This design comes from an exercise in tuning for small area, a short achievable clock period and few clock cycles per item on the open sky130 flow, not from production work.
Function was checked by simulation only, so behaviour that the tests miss may differ from the original.
Power is estimated from default activity; no workload was simulated.

v33:
// kvx_bal
module kvx_bal (
    input  wire         clk,
    input  wire         rst,
    input  wire         cfg_we,
    input  wire [1:0]   cfg_addr,
    input  wire [15:0]  cfg_data,
    input  wire         in_valid,
    output wire         in_ready,
    input  wire [31:0]  in_incl,
    input  wire [511:0] in_cur,
    output reg          out_valid,
    output reg          out_changed,
    output reg          out_bal_err,
    output wire [511:0] out_trims
);
Settings: LEC_CHECK=0, ABC_CLOCK_PERIOD_IN_PS=4300, CAP_MARGIN=20, CORE_MARGIN=2, CORE_UTILIZATION=55, CTS_CLUSTER_DIAMETER=70, CTS_CLUSTER_SIZE=30, SLEW_MARGIN=20; clock period 14.0 ns.
standard.sh (not shown) runs the stock make flow with config.mk's settings and CLKGATE_MAP_FILE= SYNTH_SCRIPT=/design/flow/synth_recipe.tcl, a recipe that flattens the netlist after the stock synthesis.
==> flow/flow/run.sh <==
#!/bin/bash
# Layout: the standard flow (standard.sh, all steps), except that
#  - every input and output port is buffered with sky130_fd_sc_hd__buf_1
#    instead of the cell buffer_ports picks by itself;
set -euo pipefail
export BUFFER_PORTS_ARGS="-buffer_cell sky130_fd_sc_hd__buf_1"
export SETUP_SLACK_MARGIN=9.65
bash standard.sh > standard.log 2>&1
Testbench counts of v33, summed over its fixed seeds: cycles 82,016, items 1,280.
Input-level comparison between v40 and v33:
-- flow/flow/run.sh --
<<< v33, line 7
export SETUP_SLACK_MARGIN=9.65
>>> v40, line 7
export SETUP_SLACK_MARGIN=9.4
-- flow/config.mk --
<<< v33, line 12
export CTS_CLUSTER_DIAMETER = 70
export CTS_CLUSTER_SIZE = 30
>>> v40, line 12
==> results.txt <==
- v40 was carried through to the last stage, and its layout satisfied the timing, design-rule and antenna checks.
- Re number of H-tree levels: v40 is 1 up on v33.
- Looking at length of the first detailed-routing pass in iterations, v40 sits 2 above v33.
- The higher portion of total power attributed to the clock network of v40 and v33 is in v40.
- Compared with v33, in v40 number of cell instances on the worst register-to-register path went down, via count of the first global-routing pass climbed 164, clock power up 42%.
- There was hardly any difference in routed wire length between v40 and v33.
The inputs of v7 differ from those of v40 as listed below.
-- flow/flow/run.sh --
<<< v40, line 7
export SETUP_SLACK_MARGIN=9.4
>>> v7, line 7
export SETUP_SLACK_MARGIN=9.65
-- flow/config.mk --
<<< v40, line 12
>>> v7, line 12
export CTS_BUF_LIST = sky130_fd_sc_hd__clkbuf_8
[summary]
- v7 ended with more relative area of non-clock buffer cells in the final design than v40.
- Taking v40 over v7, the number of gates resized after cts ratio works out to 0.13.
- For v7, the start point of the critical path was w3r[9], unlike v40, where it was ring[502].
- Looking only at non-clock buffer count, and setting everything else aside, the lower value of v40 and v7 goes to v40.
- v7 vs. v40: routed wire length increased by 1.7% relative to the old numbers; first-pass GRT wire length saw an increase; total of buffers placed on input and output ports now sits at about the same level; multi-input combinational cell area increased by 230 um2 relative to the old numbers.
- Final cell count, v40 and v7: larger value in v7
- Cmp v40 and v7 / critical path's largest stage delay / lower: v7
## Diff of input files: v49 against v7
-- flow/config.mk --
<<< v7, line 12
export CTS_BUF_LIST = sky130_fd_sc_hd__clkbuf_8
>>> v49, line 12
export CTS_CLUSTER_DIAMETER = 100
export CTS_CLUSTER_SIZE = 24
Comparing maximum achievable frequency for v7 and v49, the smaller number came from v7. Between v7 and v49, the mux cell area share after synthesis figures differ only marginally. v49 vs v7: non-filler instance count after layout down by a few percent. Design area went down by a few percent going from v7 to v49. Going from v7 to v49, sequential share of layout area saw an increase, total of plain and repair buffers excluding clock buffers saw a decrease, power saw a decrease, portion of the layout cell area used by non-clock buffers saw a decrease, wire length saw a decrease. v49 — setup slack on the worst flop-to-flop path 0.04 ns higher, v7 as reference. The combinational power of v49 and that of v7 are within noise of each other.


kvx_bal, a different RTL version from the one above (not shown whole).
For scale: ~5400 cells after synthesis, about 930 flip-flops, ~1100 I/O pins, ~53000 µm² of cells after synthesis.
## kvx_bal
module kvx_bal (
    input  wire         clk,
    input  wire         rst,
    input  wire         cfg_we,
    input  wire [1:0]   cfg_addr,
    input  wire [15:0]  cfg_data,
    input  wire         in_valid,
    output wire         in_ready,
    input  wire [31:0]  in_incl,
    input  wire [511:0] in_cur,
    output reg          out_valid,
    output reg          out_changed,
    output reg          out_bal_err,
    output wire [511:0] out_trims
);
Settings: LEC_CHECK=0, ABC_CLOCK_PERIOD_IN_PS=4300, CAP_MARGIN=20, CORE_MARGIN=2, CORE_UTILIZATION=55, SLEW_MARGIN=20; clock period 14.0 ns.
==> flow/flow/run.sh <==
#!/bin/bash
# Layout: the standard flow (standard.sh, all steps), except that
#  - every input and output port is buffered with sky130_fd_sc_hd__buf_1
#    instead of the cell buffer_ports picks by itself;
set -euo pipefail
export BUFFER_PORTS_ARGS="-buffer_cell sky130_fd_sc_hd__buf_1"
export SETUP_SLACK_MARGIN=10.1
bash standard.sh > standard.log 2>&1
The starting point died in global routing with GRT-0232.
Testbench counts at the start, summed over its fixed seeds: cycles 82,016, items 1,280.
Rerun with:
--- a/flow/flow/run.sh
+++ b/flow/flow/run.sh
@@ -6,3 +6,3 @@
 export BUFFER_PORTS_ARGS="-buffer_cell sky130_fd_sc_hd__buf_1"
-export SETUP_SLACK_MARGIN=10.1
+export SETUP_SLACK_MARGIN=9.4
 bash standard.sh > standard.log 2>&1
The new run went through all stages and came out clean.
Synthesized cell count is unchanged.
Area after synthesis does not change.
Rerun with:
Settings changed: ABC_CLOCK_PERIOD_IN_PS 4300 to 6000.
After rerunning:
- flip-flop and latch count stays the same
- wire length stays the same
- final area is unchanged
- setup slack stays the same
- synthesized cell count stays the same
- non-clock buffer count is unchanged
- core utilization is unchanged
- worst hold slack is unchanged


kvx_bal with an RTL version that a note above also has.
Size in the first run: ~5300 cells after synthesis, about 52000 sq um of cells after synthesis.
==> flow/config.mk <==
export PLATFORM = sky130hd
export DESIGN_NAME = kvx_bal
export DESIGN_NICKNAME = kvx_bal
export VERILOG_FILES = /design/flow/design.v
export SDC_FILE = /design/flow/constraint.sdc
export NUM_CORES = 4
export LEC_CHECK = 0
export ABC_CLOCK_PERIOD_IN_PS = 4300
export CAP_MARGIN = 20
export CORE_MARGIN = 2
export CORE_UTILIZATION = 55
export CTS_CLUSTER_DIAMETER = 100
export CTS_CLUSTER_SIZE = 30
export SLEW_MARGIN = 20
==> flow/constraint.sdc <==
create_clock -name core_clock -period 14.0 [get_ports {clk}]
set_input_delay 2.8000 -clock core_clock [delete_from_list [all_inputs] [get_ports {clk}]]
set_output_delay 2.8000 -clock core_clock [all_outputs]
set_load 0.01 [all_outputs]
==> flow/flow/run.sh <==
#!/bin/bash
# Layout: the standard flow (standard.sh, all steps), except that
#  - every input and output port is buffered with sky130_fd_sc_hd__buf_1
#    instead of the cell buffer_ports picks by itself;
set -euo pipefail
export BUFFER_PORTS_ARGS="-buffer_cell sky130_fd_sc_hd__buf_1"
export SETUP_SLACK_MARGIN=9.65
bash standard.sh > standard.log 2>&1
Testbench counts at the start, summed over its fixed seeds: cycles 82,016, items 1,280.
Next try:
--- a/flow/flow/run.sh
+++ b/flow/flow/run.sh
@@ -5,4 +5,4 @@
 set -euo pipefail
 export BUFFER_PORTS_ARGS="-buffer_cell sky130_fd_sc_hd__buf_1"
-export SETUP_SLACK_MARGIN=9.65
+export SETUP_SLACK_MARGIN=9.85
 bash standard.sh > standard.log 2>&1
CTS_CLUSTER_DIAMETER = unset   (was 100)
CTS_CLUSTER_SIZE = unset   (was 30)
=>
- non-clock buffer count grows by 62
- cell area rises by a few percent
- synthesized area is unchanged
- sequential share of layout area shrinks by 1.2 points
- global-route usage is higher by 1.5 points
- worst hold slack is worse by 17 ps
- routed wire length came out higher by a few percent
- register-to-register slack degrades by 80 ps
- final cell count is higher by a few percent
Next try:
--- a/flow/flow/run.sh
+++ b/flow/flow/run.sh
@@ -5,4 +5,4 @@
 set -euo pipefail
 export BUFFER_PORTS_ARGS="-buffer_cell sky130_fd_sc_hd__buf_1"
-export SETUP_SLACK_MARGIN=9.85
+export SETUP_SLACK_MARGIN=9.65
 bash standard.sh > standard.log 2>&1
Outcome:
- design area is lower by 2.3%
- sequential share of layout area is higher by 0.33 points
- combinational power is lower by about 5%
- clock skew is higher by 3.9 ps
- critical path depth is lower by 2
- synthesized cell count stays the same
- maximum frequency is higher by 1.5%
- via count is lower by 1.6%
- global-route usage is lower by 0.67 points


Setup of JK:
kvx_bal, a different RTL version from the one above (not shown whole).
For scale: roughly 920 flip-flops, about 1100 I/O pins, roughly 53000 µm² of cells after synthesis.
clock: 14.0 ns
lec_check: 0
abc_clock_period_in_ps: 4300
cap_margin: 20
core_margin: 2
core_utilization: 55
slew_margin: 20
==> flow/flow/run.sh <==
#!/bin/bash
# Layout: the standard flow (standard.sh, all steps), except that every
# input and output port is buffered with sky130_fd_sc_hd__buf_1 instead of the
# cell buffer_ports picks by itself.  make's full output goes to standard.log;
# each ORFS step also keeps its own log under orfs/logs.
set -euo pipefail
export BUFFER_PORTS_ARGS="-buffer_cell sky130_fd_sc_hd__buf_1"
bash standard.sh > standard.log 2>&1
Testbench counts of JK, summed over its fixed seeds: cycles 82,944, items 1,280.
The inputs of MS differ from those of JK as listed below.
==> flow/flow/run.sh <==
#!/bin/bash
# Layout: the standard flow (standard.sh, all steps), except that
#  - every input and output port is buffered with sky130_fd_sc_hd__buf_1
#    instead of the cell buffer_ports picks by itself;
set -euo pipefail
export BUFFER_PORTS_ARGS="-buffer_cell sky130_fd_sc_hd__buf_1"
export SETUP_SLACK_MARGIN=9.3
bash standard.sh > standard.log 2>&1
--- outcome ---
- Final worst slack came out higher on MS than on JK.
- Changes observed in MS relative to JK: routed wire length went up; total power per unit cell area went up; clock skew did not really move.
- Share of final-layout standard cells stronger than drive strength 1 ends up lower on JK.
- Looking at highest fanout seen on the critical path across MS and JK, the one that comes out higher is JK.
- Looking at start point of the critical path, the acc[4] result is from JK; the ring[9] one comes from MS.

-- afterwards: timing with drivers on the ports --
No port has a modelled driver above. Below, the same layouts with a new extraction and two added sets of constraints.
Step 1 sets driving cells, clkbuf_16 on the clock port and buf_2 on the other inputs (assumed; they add their load-dependent delay and slew).
Step 2 times the ports against the registers' clock, not the clock port: input delays grow and output delays shrink by t, the midpoint of the rising clock arrivals with the driver on.
Slacks: ideal / step 1 / step 2; pairs: ideal / step 1.
| run | t (ns) | slack for setup (ns) | worst register clock-pin slew, ns | cell pins on the clock port's net |
|---|---|---|---|---|
| v33 | 0.750 | 9.567 / 9.561 / 9.109 | 0.11 / 0.11 | 1 |
| v40 | 0.767 | 9.422 / 9.347 / 9.000 | 0.07 / 0.07 | 1 |
| v7 | 0.931 | 9.538 / 9.538 / 9.045 | 0.07 / 0.07 | 1 |
| v49 | 0.731 | 9.580 / 9.564 / 9.069 | 0.10 / 0.10 | 1 |
| the second run of note 2 | 0.762 | 9.345 / 9.268 / 8.889 | 0.07 / 0.07 | 1 |
| the third run of note 2 | 0.762 | 9.345 / 9.268 / 8.889 | 0.07 / 0.07 | 1 |
| the first run of note 3 | 0.720 | 9.572 / 9.547 / 9.133 | 0.12 / 0.12 | 1 |
| the second run of note 3 | 0.768 | 9.490 / 9.490 / 9.265 | 0.07 / 0.07 | 1 |
| the third run of note 3 | 0.768 | 9.556 / 9.556 / 9.064 | 0.07 / 0.07 | 1 |
| JK | 0.757 | 8.153 / 8.153 / 8.153 | 0.07 / 0.07 | 1 |
| MS | 0.756 | 9.358 / 9.281 / 9.425 | 0.07 / 0.07 | 1 |
After both steps every run listed still meets setup and hold. The setup slack of v49, which loses most, moves by -0.016 ns with the drivers and by -0.511 ns with both steps.
